This design comes from an exercise in tuning for small area, a short achievable clock period and few clock cycles per item on the open sky130 flow, not from production work.
The RTL was checked by simulation tests, not by an equivalence proof against the original design.
Power and IR drop assume default switching activity.

$ cat flow/run.sh
#!/bin/bash
# synth_recipe.tcl (not shown) runs the flow's synth.tcl, then flattens the netlist and writes it again
# the make line also repeats each setting of config.mk as NAME=value (left out here)
make -C /OpenROAD-flow-scripts/flow DESIGN_CONFIG=/design/flow/config.mk WORK_HOME=/design/flow/orfs CLKGATE_MAP_FILE= SYNTH_SCRIPT=/design/flow/synth_recipe.tcl finish
$ cat flow/config.mk
export PLATFORM = sky130hd
export DESIGN_NAME = vrc_dec
export DESIGN_NICKNAME = vrc_dec
export VERILOG_FILES = /design/flow/design.v
export SDC_FILE = /design/flow/constraint.sdc
export NUM_CORES = 4
export LEC_CHECK = 0
export CAP_MARGIN = 20
export CELL_PAD_IN_SITES_DETAIL_PLACEMENT = 1
export CELL_PAD_IN_SITES_GLOBAL_PLACEMENT = 2
export CORE_MARGIN = 2
export CORE_UTILIZATION = 25
export PLACE_DENSITY = 0.45
export SLEW_MARGIN = 20
export SYNTH_MEMORY_MAX_BITS = 65536
$ cat flow/constraint.sdc
create_clock -name core_clock -period 22.0 [get_ports {clk}]
set_input_delay 4.4000 -clock core_clock [delete_from_list [all_inputs] [get_ports {clk}]]
set_output_delay 4.4000 -clock core_clock [all_outputs]
set_load 0.01 [all_outputs]
$ cat flow/design.v
module vrc_dec (
    input  wire        clk,
    input  wire        rst,
    input  wire        in_valid,
    output wire        in_ready,
    input  wire [31:0] in_data,
    input  wire [15:0] in_len,
    output reg         px_valid,
    output reg  [2:0]  px_count,
    output reg  [31:0] px_data,
    output reg         done,
    output reg  [2:0]  done_cause
);
    localparam MAXPPL = 32;
    reg  [31:0] wreg;
    reg  [2:0]  wbytes;         
    reg  [16:0] bi;             
    reg  [15:0] blen;           
    reg         blk_in_done;    
    reg  [7:0]  hdr [0:15];
    reg  [7:0]  trl [0:7];
    wire [16:0] len17     = {1'b0, blen};
    wire [16:0] body_end  = len17 - 17'd8;               
    wire [16:0] word_end  = {len17[16:2] + {14'd0, |len17[1:0]}, 2'b00};
    wire        byte_here = (wbytes != 3'd0);
    wire        is_hdr    = (bi < 17'd16);
    wire        is_body   = !is_hdr && (bi < body_end);
    wire        is_trl    = !is_hdr && !is_body && (bi < len17);
    reg  [63:0] bb;
    reg  [6:0]  bcnt;
    reg  [15:0] body_loaded;    
    wire        bb_room   = (bcnt <= 7'd56);
    wire        body_take = byte_here && is_body && bb_room;
    wire        byte_go   = byte_here && (!is_body || bb_room);
    wire        last_byte = byte_go && (bi + 17'd1 == word_end);
    assign in_ready = !rst && !blk_in_done &&
                      ((wbytes == 3'd0) || ((wbytes == 3'd1) && byte_go && !last_byte));
    wire [15:0] h_sync  = {hdr[1], hdr[0]};
    wire [7:0]  h_ver   = hdr[2];
    wire [7:0]  h_cod   = hdr[3];
    wire [15:0] h_ppl   = {hdr[5], hdr[4]};
    wire [7:0]  h_lines = hdr[6];
    wire [7:0]  h_fill  = hdr[7];
    wire [1:0]  h_mode  = h_cod[1:0];
    wire [1:0]  h_pred  = h_cod[3:2];
    wire        h_roff  = h_cod[4];
    wire hdr_bad = (h_sync != 16'h5256) || (h_ver != 8'h01) || (h_cod[7:6] != 2'b00) ||
                   (hdr[13] != 8'h00) || (hdr[14] != 8'h00) || (hdr[15] != 8'h00) ||
                   (h_mode == 2'd3) ||
                   ((h_mode != 2'd0) && ((h_pred != 2'd0) || h_roff)) ||
                   ((h_mode != 2'd2) && (h_fill != 8'h00)) ||
                   (h_ppl == 16'd0) || (h_ppl > MAXPPL) ||
                   (h_lines == 8'd0) || (h_lines > 8'd64);
    wire [15:0] body_len  = blen - 16'd24;
    wire [15:0] raw_len   = h_ppl[6:0] * h_lines[6:0];
    wire body_len_bad = ((h_mode == 2'd1) && (body_len != raw_len)) ||
                        ((h_mode == 2'd2) && (body_len != 16'd0));
    localparam C_HDR  = 3'd0,    
               C_CHK  = 3'd1,    
               C_PIX  = 3'd2,    
               C_RUN  = 3'd3,    
               C_END  = 3'd4,    
               C_FAIL = 3'd5;    
    reg  [2:0]  st;
    reg  [1:0]  mode;
    reg  [1:0]  pred_sel;
    reg         runoff;
    reg  [7:0]  fillv;
    reg  [6:0]  ppl;
    reg  [6:0]  lines;
    reg  [6:0]  x;
    reg  [6:0]  y;
    reg         ends_run;
    reg  [15:0] run_left;
    reg  [7:0]  a_reg;           
    reg  [7:0]  run_val;         
    reg  [7:0]  p0_2;            
    reg  [2:0]  kr;
    reg  [2:0]  cause;
    reg  [31:0] crc;
    reg  [7:0]  buf0 [0:MAXPPL-1];
    reg  [7:0]  buf1 [0:MAXPPL-1];
    reg         cb;              
    reg  [15:0] ctxA [0:63];
    reg  [6:0]  ctxN [0:63];
    wire [6:0] xm1 = x - 7'd1;
    wire [6:0] xp1 = (x + 7'd1 < ppl) ? x + 7'd1 : ppl - 7'd1;
    wire [4:0] ix0 = x[4:0];
    wire [4:0] ixm = xm1[4:0];
    wire [4:0] ixp = xp1[4:0];
    wire [7:0] pv_x  = cb ? buf0[ix0] : buf1[ix0];
    wire [7:0] pv_xm = cb ? buf0[ixm] : buf1[ixm];
    wire [7:0] pv_xp = cb ? buf0[ixp] : buf1[ixp];
    wire [7:0] pv_0  = cb ? buf0[0]   : buf1[0];
    reg [7:0] na, nb, nc, nd;
    always @(*) begin
        if (y == 7'd0) begin
            nb = 8'd0; nc = 8'd0; nd = 8'd0;
            na = (x == 7'd0) ? 8'd0 : a_reg;
        end else begin
            nb = pv_x;
            nd = pv_xp;
            if (x == 7'd0) begin
                na = pv_0;
                nc = (y == 7'd1) ? 8'd0 : p0_2;
            end else begin
                na = a_reg;
                nc = pv_xm;
            end
        end
    end
    wire [7:0] mx = (na > nb) ? na : nb;
    wire [7:0] mn = (na > nb) ? nb : na;
    wire [8:0] sum_ab = {1'b0, na} + {1'b0, nb};
    reg  [7:0] pred;
    always @(*) begin
        case (pred_sel)
            2'd0: begin
                if (nc >= mx)      pred = mn;
                else if (nc <= mn) pred = mx;
                else               pred = na + nb - nc;
            end
            2'd1: pred = na;
            2'd2: pred = nb;
            default: pred = sum_ab[8:1];
        endcase
    end
    wire [7:0] d_db = (nd > nb) ? nd - nb : nb - nd;
    wire [7:0] d_bc = (nb > nc) ? nb - nc : nc - nb;
    wire [7:0] d_ca = (nc > na) ? nc - na : na - nc;
    wire [9:0] act  = {2'b00, d_db} + {2'b00, d_bc} + {2'b00, d_ca};
    reg  [2:0] qa;
    always @(*) begin
        if (act == 10'd0)       qa = 3'd0;
        else if (act <= 10'd2)  qa = 3'd1;
        else if (act <= 10'd6)  qa = 3'd2;
        else if (act <= 10'd14) qa = 3'd3;
        else if (act <= 10'd30) qa = 3'd4;
        else if (act <= 10'd62) qa = 3'd5;
        else if (act <= 10'd126) qa = 3'd6;
        else                    qa = 3'd7;
    end
    wire [5:0] ctx = {qa, (nd > nb), (nb > nc), (nc > na)};
    wire [15:0] cA = ctxA[ctx];
    wire [6:0]  cN = ctxN[ctx];
    reg [2:0] kk;
    integer t;
    always @(*) begin
        kk = 3'd7;
        for (t = 7; t >= 0; t = t - 1)
            if (({9'd0, cN} << t) >= cA) kk = t[2:0];
    end
    wire run_mode = !runoff && !ends_run && (na == nb) && (nb == nc) && (nc == nd);
    reg [4:0] q;                
    integer u;
    always @(*) begin
        q = 5'd24;
        for (u = 23; u >= 0; u = u - 1)
            if (!bb[63 - u]) q = u[4:0];
    end
    wire        q_esc  = (q == 5'd24);
    wire        marker = q_esc && bb[39];
    wire [63:0] bb_after = bb << (q + 5'd1);      
    wire [2:0]  kfield   = run_mode ? kr : kk;
    wire [15:0] low16    = bb_after[63:48];
    wire [15:0] lowk     = (kfield == 3'd0) ? 16'd0 : (low16 >> (5'd16 - {2'b00, kfield}));
    wire [15:0] r_len    = q_esc ? low16 : (({11'd0, q} << kr) | lowk);
    wire [15:0] m_full   = ({11'd0, q} << kk) | lowk;
    wire [7:0]  esc_pix  = low16[15:8];
    reg  [6:0]  cw_len;
    always @(*) begin
        if (mode == 2'd1)      cw_len = 7'd8;
        else if (mode == 2'd2) cw_len = 7'd0;
        else if (run_mode)     cw_len = q_esc ? 7'd41 : {2'b00, q} + 7'd1 + {4'd0, kr};
        else                   cw_len = q_esc ? 7'd33 : {2'b00, q} + 7'd1 + {4'd0, kk};
    end
    wire body_all = (body_loaded == body_len);
    wire bits_ok  = (bcnt >= 7'd41) || body_all;
    wire short_cw = (cw_len > bcnt);
    wire [7:0] e_esc   = esc_pix - pred;
    wire [7:0] m_esc   = e_esc[7] ? ~(e_esc << 1) : (e_esc << 1);   
    wire [7:0] m_use   = q_esc ? m_esc : m_full[7:0];
    wire [7:0] e_dec   = m_full[0] ? ~(m_full[7:0] >> 1) : (m_full[7:0] >> 1);
    wire [7:0] reg_pix = q_esc ? esc_pix : pred + e_dec;
    wire [16:0] run_end = {10'd0, x} + {1'b0, r_len};
    function [31:0] crc_byte;
        input [31:0] c;
        input [7:0]  d;
        integer j;
        reg [31:0] v;
        begin
            v = c ^ {24'd0, d};
            for (j = 0; j < 8; j = j + 1)
                v = v[0] ? ((v >> 1) ^ 32'hEDB88320) : (v >> 1);
            crc_byte = v;
        end
    endfunction
    reg  [17:0] bpos;                             
    wire [2:0]  pad = 3'd0 - bpos[2:0];
    wire [7:0]  pad_mask = ~(8'hFF >> pad);
    wire        pad_nz = |(bb[63:56] & pad_mask);
    wire [15:0] tr_lines = {trl[1], trl[0]};
    wire [31:0] tr_crc   = {trl[7], trl[6], trl[5], trl[4]};
    reg        emit;
    reg  [7:0] emit_pix;
    reg  [6:0] consume;
    reg        ctx_upd;
    reg        fail;
    reg  [2:0] fail_cause;
    integer i;
    always @(*) begin
        emit = 1'b0;
        emit_pix = 8'd0;
        consume = 7'd0;
        ctx_upd = 1'b0;
        fail = 1'b0;
        fail_cause = 3'd0;
        if (st == C_PIX) begin
            if (mode == 2'd2) begin
                emit = 1'b1;
                emit_pix = fillv;
            end else if (mode == 2'd1) begin
                if (bcnt >= 7'd8) begin
                    emit = 1'b1;
                    emit_pix = bb[63:56];
                    consume = 7'd8;
                end else if (body_all) begin
                    fail = 1'b1; fail_cause = 3'd2;
                end
            end else if (bits_ok) begin
                if (short_cw || marker) begin
                    fail = 1'b1; fail_cause = 3'd2;
                end else if (run_mode) begin
                    if (run_end > {10'd0, ppl}) begin
                        fail = 1'b1; fail_cause = 3'd2;
                    end else begin
                        consume = cw_len;
                    end
                end else if (!q_esc && (m_full > 16'd255)) begin
                    fail = 1'b1; fail_cause = 3'd2;
                end else begin
                    emit = 1'b1;
                    emit_pix = reg_pix;
                    consume = cw_len;
                    ctx_upd = 1'b1;
                end
            end
        end else if (st == C_RUN) begin
            emit = 1'b1;
            emit_pix = run_val;
        end
    end
    wire [6:0] x_next   = x + 7'd1;
    wire       line_end = emit && (x_next == ppl) && !(st == C_RUN && run_left != 16'd1);
    always @(posedge clk) begin
        if (rst) begin
            wbytes      <= 3'd0;
            bi          <= 17'd0;
            blk_in_done <= 1'b0;
            bcnt        <= 7'd0;
            bb          <= 64'd0;
            body_loaded <= 16'd0;
            st          <= C_HDR;
            px_valid    <= 1'b0;
            px_count    <= 3'd0;
            px_data     <= 32'd0;
            done        <= 1'b0;
            done_cause  <= 3'd0;
            cause       <= 3'd0;
            bpos        <= 18'd0;
        end else begin
            px_valid <= 1'b0;
            done     <= 1'b0;
            if (byte_go) begin
                wreg   <= wreg >> 8;
                wbytes <= wbytes - 3'd1;
                bi     <= bi + 17'd1;
                if (is_hdr) hdr[bi[3:0]] <= wreg[7:0];
                if (is_trl) trl[bi[2:0] - body_end[2:0]] <= wreg[7:0];
                if (last_byte) blk_in_done <= 1'b1;
            end
            if (in_valid && in_ready) begin
                wreg   <= in_data;
                wbytes <= 3'd4;
                if (bi == 17'd0) blen <= in_len;
            end
            begin : bitbuf
                reg [63:0] nbb;
                reg [6:0]  ncnt;
                nbb  = bb << consume;
                ncnt = bcnt - consume;
                if (st == C_FAIL) begin
                    nbb  = 64'd0;
                    ncnt = 7'd0;
                end
                if (body_take) begin
                    nbb  = nbb | ({56'd0, wreg[7:0]} << (7'd56 - ncnt));
                    ncnt = ncnt + 7'd8;
                    body_loaded <= body_loaded + 16'd1;
                end
                bb   <= nbb;
                bcnt <= ncnt;
                bpos <= bpos + {11'd0, consume};
            end
            if (emit) begin
                px_valid <= 1'b1;
                px_count <= 3'd1;
                px_data  <= {24'd0, emit_pix};
                crc      <= crc_byte(crc, emit_pix);
                if (cb) buf1[x[4:0]] <= emit_pix;
                else    buf0[x[4:0]] <= emit_pix;
                a_reg    <= emit_pix;
                x        <= x_next;
                if (st != C_RUN) ends_run <= 1'b0;
            end
            if (ctx_upd) begin
                if (cN == 7'd63) begin
                    ctxA[ctx] <= (cA + {8'd0, m_use}) >> 1;
                    ctxN[ctx] <= 7'd32;
                end else begin
                    ctxA[ctx] <= cA + {8'd0, m_use};
                    ctxN[ctx] <= cN + 7'd1;
                end
            end
            case (st)
                C_HDR: begin
                    if (!is_hdr) st <= C_CHK;
                end
                C_CHK: begin
                    mode     <= h_mode;
                    pred_sel <= h_pred;
                    runoff   <= h_roff;
                    fillv    <= h_fill;
                    ppl      <= h_ppl[6:0];
                    lines    <= h_lines[6:0];
                    x        <= 7'd0;
                    y        <= 7'd0;
                    ends_run <= 1'b0;
                    cb       <= 1'b0;
                    kr       <= 3'd3;
                    crc      <= 32'hFFFFFFFF;
                    bpos     <= 18'd0;
                    for (i = 0; i < 64; i = i + 1) begin
                        ctxA[i] <= 16'd4;
                        ctxN[i] <= 7'd1;
                    end
                    if (hdr_bad) begin
                        st <= C_FAIL; cause <= 3'd1;
                    end else if (body_len_bad) begin
                        st <= C_FAIL; cause <= 3'd2;
                    end else begin
                        st <= C_PIX;
                    end
                end
                C_PIX: begin
                    if (fail) begin
                        st <= C_FAIL; cause <= fail_cause;
                    end else if (run_mode && mode == 2'd0 && bits_ok && consume != 7'd0) begin
                        if (r_len >= ({13'd0, 3'd2} << kr))
                            kr <= (kr == 3'd7) ? 3'd7 : kr + 3'd1;
                        else if (kr != 3'd0 && r_len < (16'd1 << (kr - 3'd1)))
                            kr <= kr - 3'd1;
                        ends_run <= 1'b1;
                        if (r_len != 16'd0) begin
                            run_left <= r_len;
                            run_val  <= na;
                            st       <= C_RUN;
                        end
                    end
                end
                C_RUN: begin
                    run_left <= run_left - 16'd1;
                    if (run_left == 16'd1) st <= C_PIX;
                end
                C_END: begin
                    if (pad_nz || bcnt > {4'd0, pad}) begin
                        st <= C_FAIL; cause <= 3'd2;
                    end else if (body_all && blk_in_done) begin
                        if (trl[3] != 8'hC3 || tr_lines != {9'd0, lines} || trl[2] != 8'h00)
                            done_cause <= 3'd3;
                        else if (~crc != tr_crc)
                            done_cause <= 3'd4;
                        else
                            done_cause <= 3'd0;
                        done        <= 1'b1;
                        st          <= C_HDR;
                        bi          <= 17'd0;
                        blk_in_done <= 1'b0;
                        body_loaded <= 16'd0;
                        bcnt        <= 7'd0;
                        bb          <= 64'd0;
                    end
                end
                C_FAIL: begin
                    if (blk_in_done) begin
                        done        <= 1'b1;
                        done_cause  <= cause;
                        st          <= C_HDR;
                        bi          <= 17'd0;
                        blk_in_done <= 1'b0;
                        body_loaded <= 16'd0;
                    end
                end
                default: st <= C_HDR;
            endcase
            if (line_end && !fail) begin
                x        <= 7'd0;
                y        <= y + 7'd1;
                cb       <= ~cb;
                ends_run <= 1'b0;
                p0_2     <= pv_0;
                if (y + 7'd1 == lines) st <= C_END;
                else if (st == C_RUN) st <= C_PIX;
            end
        end
    end
endmodule
==> impl_metrics.tcl <==
set metrics [dict create \
    wl_met2_um 364000 \
    period_needed_ns 21.00 \
    drc_errors 0 \
    routed.top_layer "met5" \
    wire_per_inst_um 32.6 \
    worstSetupStartpointType "flip-flop" \
    vdd_ir_drop_max_uv 58.2 \
    worst_pin_slew_ns 1.29 \
    grt_pass1_vias 129000 \
    largest_reg_flops 1024 \
    synth.area.top_cells "dfxtp_1 24%, edfxtp_1 19%, nand2_1 8.1%, mux4_2 6.1%, a21oi_1 5.0%" \
    num_vias 123000 \
    initial_core_util 0.251 \
    clkLatencyLatePin_ns 1.01 \
    min_path_type "flip-flop to flip-flop" \
    maxCapViolations 0 \
    syn_area_per_cell_um2 8.99 \
    cp_data_arrival_time_ns 21.86 \
    synth_seq_cells 2436 \
    drt_wl_total_um 750000 \
    reg.largest.list "ctxA (1024), ctxN (448)" \
    totalPowerFinal_mw 11.2 \
    die_h_um 735 \
    cpPeakStageDelay_ns 0.56 \
    cts.sinks 2436 \
    fin_util 0.310 \
    required_ns 22.86 \
    synthFlopType "dfxtp_1" \
    io_pins 92 \
    final_hold_viol_count 0 \
    synth_top_cell_by_area "dfxtp_1" \
    fillers 60500 \
    r2r-start "x[0]" \
    slowest_stage "mux4_2" \
    grt_start_max_net_pins 204 \
    async_flop_share 0 \
    pwr_density_cell_nw_per_um2 67.7 \
    fin_setup_tns_ns 0 \
    fin_crit_sh 0.954 \
    yosysWarnings 1 \
    max_slew_margin 0.132 \
    htree_levels 5 \
    cts_root_buf "clkbuf_16" \
    die_w_um 735 \
    cts_made_buffers 328 \
    grt_pass1_wl_um 1050000 \
    grt_use_total 0.270 \
    clock_skew_ns 0.0837 \
    synth_cell_types 136 \
    synth_edf_count 829 \
    die-area_um2 540000 \
    crit_path_end_kind "flip-flop" \
    overflow 0 \
    fin_nets 16200 \
    core-area_um2 532000 \
    synth.top_cell.area_share 0.241 \
    multi_input_area_um2 71900 \
    hold-worst-slack_ns 0.452 \
    area_delta_synth_final_pct 23.5 \
    row_count 268 \
    wl_met1_um 332000 \
    clk_pin_slew_ns 0.06 \
    slew_violations 0 \
    critical_path.max_fanout 43 \
    leakagePower_nw 58.4 \
    placed_cell_area_um2 153000 \
    cts_tree "done" \
    netlist_instances 14900 \
    yosysSeqAreaShare 0.427 \
    drive_gt1_frac 0.186 \
    route.met3.wl_um 29500 \
    synth_area_um2 134000 \
    drt-vias-per-instance 5.36 \
    antenna_found_initial 42 \
    fin_area_um2 165000 \
    startpoint "x[0]" \
    hold_path_startpoint "ctxA[19][9]" \
    firstDrtPassIters 5 \
    setup_viol 0 \
    postRouteAntennaNets 0 \
    gp_congestion 0.885 \
    dp_hpwl_um 532000 \
    fmax_ghz 0.0476 \
    cts_buffer_depth 4 \
    port_buffers 65 \
    outcome "no timing/DRC/antenna violations" \
    largest_register "ctxA" \
    path_class "flip-flop to flip-flop" \
    drtIter0Drc 9334 \
    final-seq-area_um2 57100 \
    cpMostUsedCell "buf_4" \
]
-- repair_timing --
| item | CTS | global route |
|---|---|---|
| pin swaps | 2 | 10 |
| hold buffers | 0 | 0 |
| setup endpoints to repair | 85 | 71 |
| setup buffers | 1 | 5 |
| resized for setup | 22 | 74 |
-- final timing paths --
kind / to / slack (ns) / depth (start not counted)
worst max register to register: bb[37] / 1.00 / 100
worst max-delay path: bb[37] / 1.00 / 100
worst min register to register: ctxA[19][9] / 0.45 / 2
worst min-delay path: ctxA[19][9] / 0.45 / 2
-- through the flow --
| step | setup slack, ns | instances |
|---|---|---|
| floorplan | 0.0258 | 14900 |
| global placement | -1.10 | 22400 |
| detailed placement | -1.03 | 22400 |
| CTS | 0.0239 | 23000 |
| global route | -0.0366 | 23000 |
| finish | 1.00 | 23000 |
-- per-layer routing --
metal / vias up / GRT usage
met5: - / 0
met4: 10 / 0.0784
met3: 850 / 0.0297
met2: 2957 / 0.468
met1: 64200 / 0.353
li1: 55300 / -
-- critical path, delay by kind of cell, from the launching register on --
kind	cells	cell delay, ns
simple gates	28	4.48
compound gates	24	4.74
xor+xnor	4	0.93
fa+ha+maj	10	3.09
mux	6	2.08
flops	1	0.40
buf+inv	28	5.03
-- power breakdown --
group	switching, mW	leakage, nW	internal (mW)
sequential	0.0886	20.0	4.84
combinational	0.432	33.0	0.250
clock	2.31	5.35	3.25
-- cells by family (layout without fill, tap and decap cells) --
family	Yosys count	count (layout)	share of synthesized area
buf+inv	1510	2604	0.0468
other cells	1	35	0.0000281
mux	903	903	0.102
flops	2436	2436	0.427
fa+ha+maj	387	387	0.0394
simple gates	5598	5598	0.178
compound gates	3648	3648	0.181
xor+xnor	377	377	0.0255
-- cells in the mapped netlist, types with 27 or more instances --
| master | n |
|---|---|
| nand4_1 | 97 |
| xor2_1 | 133 |
| a21oi_1 | 1324 |
| nand2_1 | 2874 |
| ha_1 | 331 |
| dfxtp_1 | 1607 |
| buf_4 | 65 |
| xnor2_1 | 235 |
| a22o_1 | 42 |
| a32oi_1 | 30 |
| mux2_2 | 77 |
| a211oi_1 | 748 |
| or3_1 | 27 |
| a21o_1 | 90 |
| o2bb2ai_1 | 30 |
| a22oi_1 | 107 |
| nand2b_1 | 51 |
| inv_1 | 252 |
| o22ai_1 | 123 |
| nor4_1 | 60 |
| a311oi_1 | 29 |
| a32o_1 | 31 |
| mux2i_1 | 457 |
| o211ai_1 | 194 |
| nor2b_1 | 57 |
| buf_1 | 105 |
| o21ai_0 | 300 |
| o21a_1 | 38 |
| a221oi_1 | 109 |
| and2_1 | 92 |
| o31ai_1 | 29 |
| buf_2 | 146 |
| clkbuf_1 | 908 |
| and3_1 | 142 |
| nor3_1 | 173 |
| edfxtp_1 | 829 |
| fa_1 | 56 |
| a31oi_1 | 89 |
| nor2_1 | 1480 |
| mux4_2 | 361 |
| nand3_1 | 422 |
-- placed cells by master (no fill, tap or decap), drive strengths merged, types with 126 or more instances in the layout --
master  count
o22ai     126
and3      142
ha        331
a21oi    1335
xor2      138
nand3     424
a211oi    752
xnor2     239
dfxtp    1607
nor3      179
mux2i     462
mux4      361
clkbuf    440
o211ai    195
inv       277
edfxtp    829
o21ai     316
nor2     1484
buf      1688
nand2    2874
-- layout make-up --
type,count,area share
sequential,2436,0.346
tap,7020,0.0533
multi-input combinational,10900,0.436
clock inverter,148,0.0105
clock buffer,440,0.0557
antenna,8,0.000121
timing repair buffer,1752,0.0920
inverter,264,0.00608
Testbench counts, summed over its fixed seeds: cycles 344,267, pixels 318,010.

==> re-timing with driven ports <==
Ports are ideal in the flow. The routed layout listed here was re-timed in OpenROAD. Step 1, drivers: a clkbuf_16 drives clk and a buf_2 each remaining input, both assumed. Step 2 moves the port delays by t, midway between the first and last clock arrival at a register: inputs arrive t later, outputs are due t later. That takes back most of the time a late clock gives input paths. Three values: ideal, step 1, step 2; two values: the first two.
shift t [ns]: 1.095
setup WS [ns]: 1.003 / 1.003 / 1.003
hold slack, ns: 0.452 / 0.452 / 0.452
latest minus earliest clock arrival (ns): 0.083 / 0.083
worst data-port slew with drivers (ns): 0.09
After both steps this run still meets setup and hold. For this run, drivers alone change the setup slack by 0.000 ns; drivers and shift together by 0.000 ns.
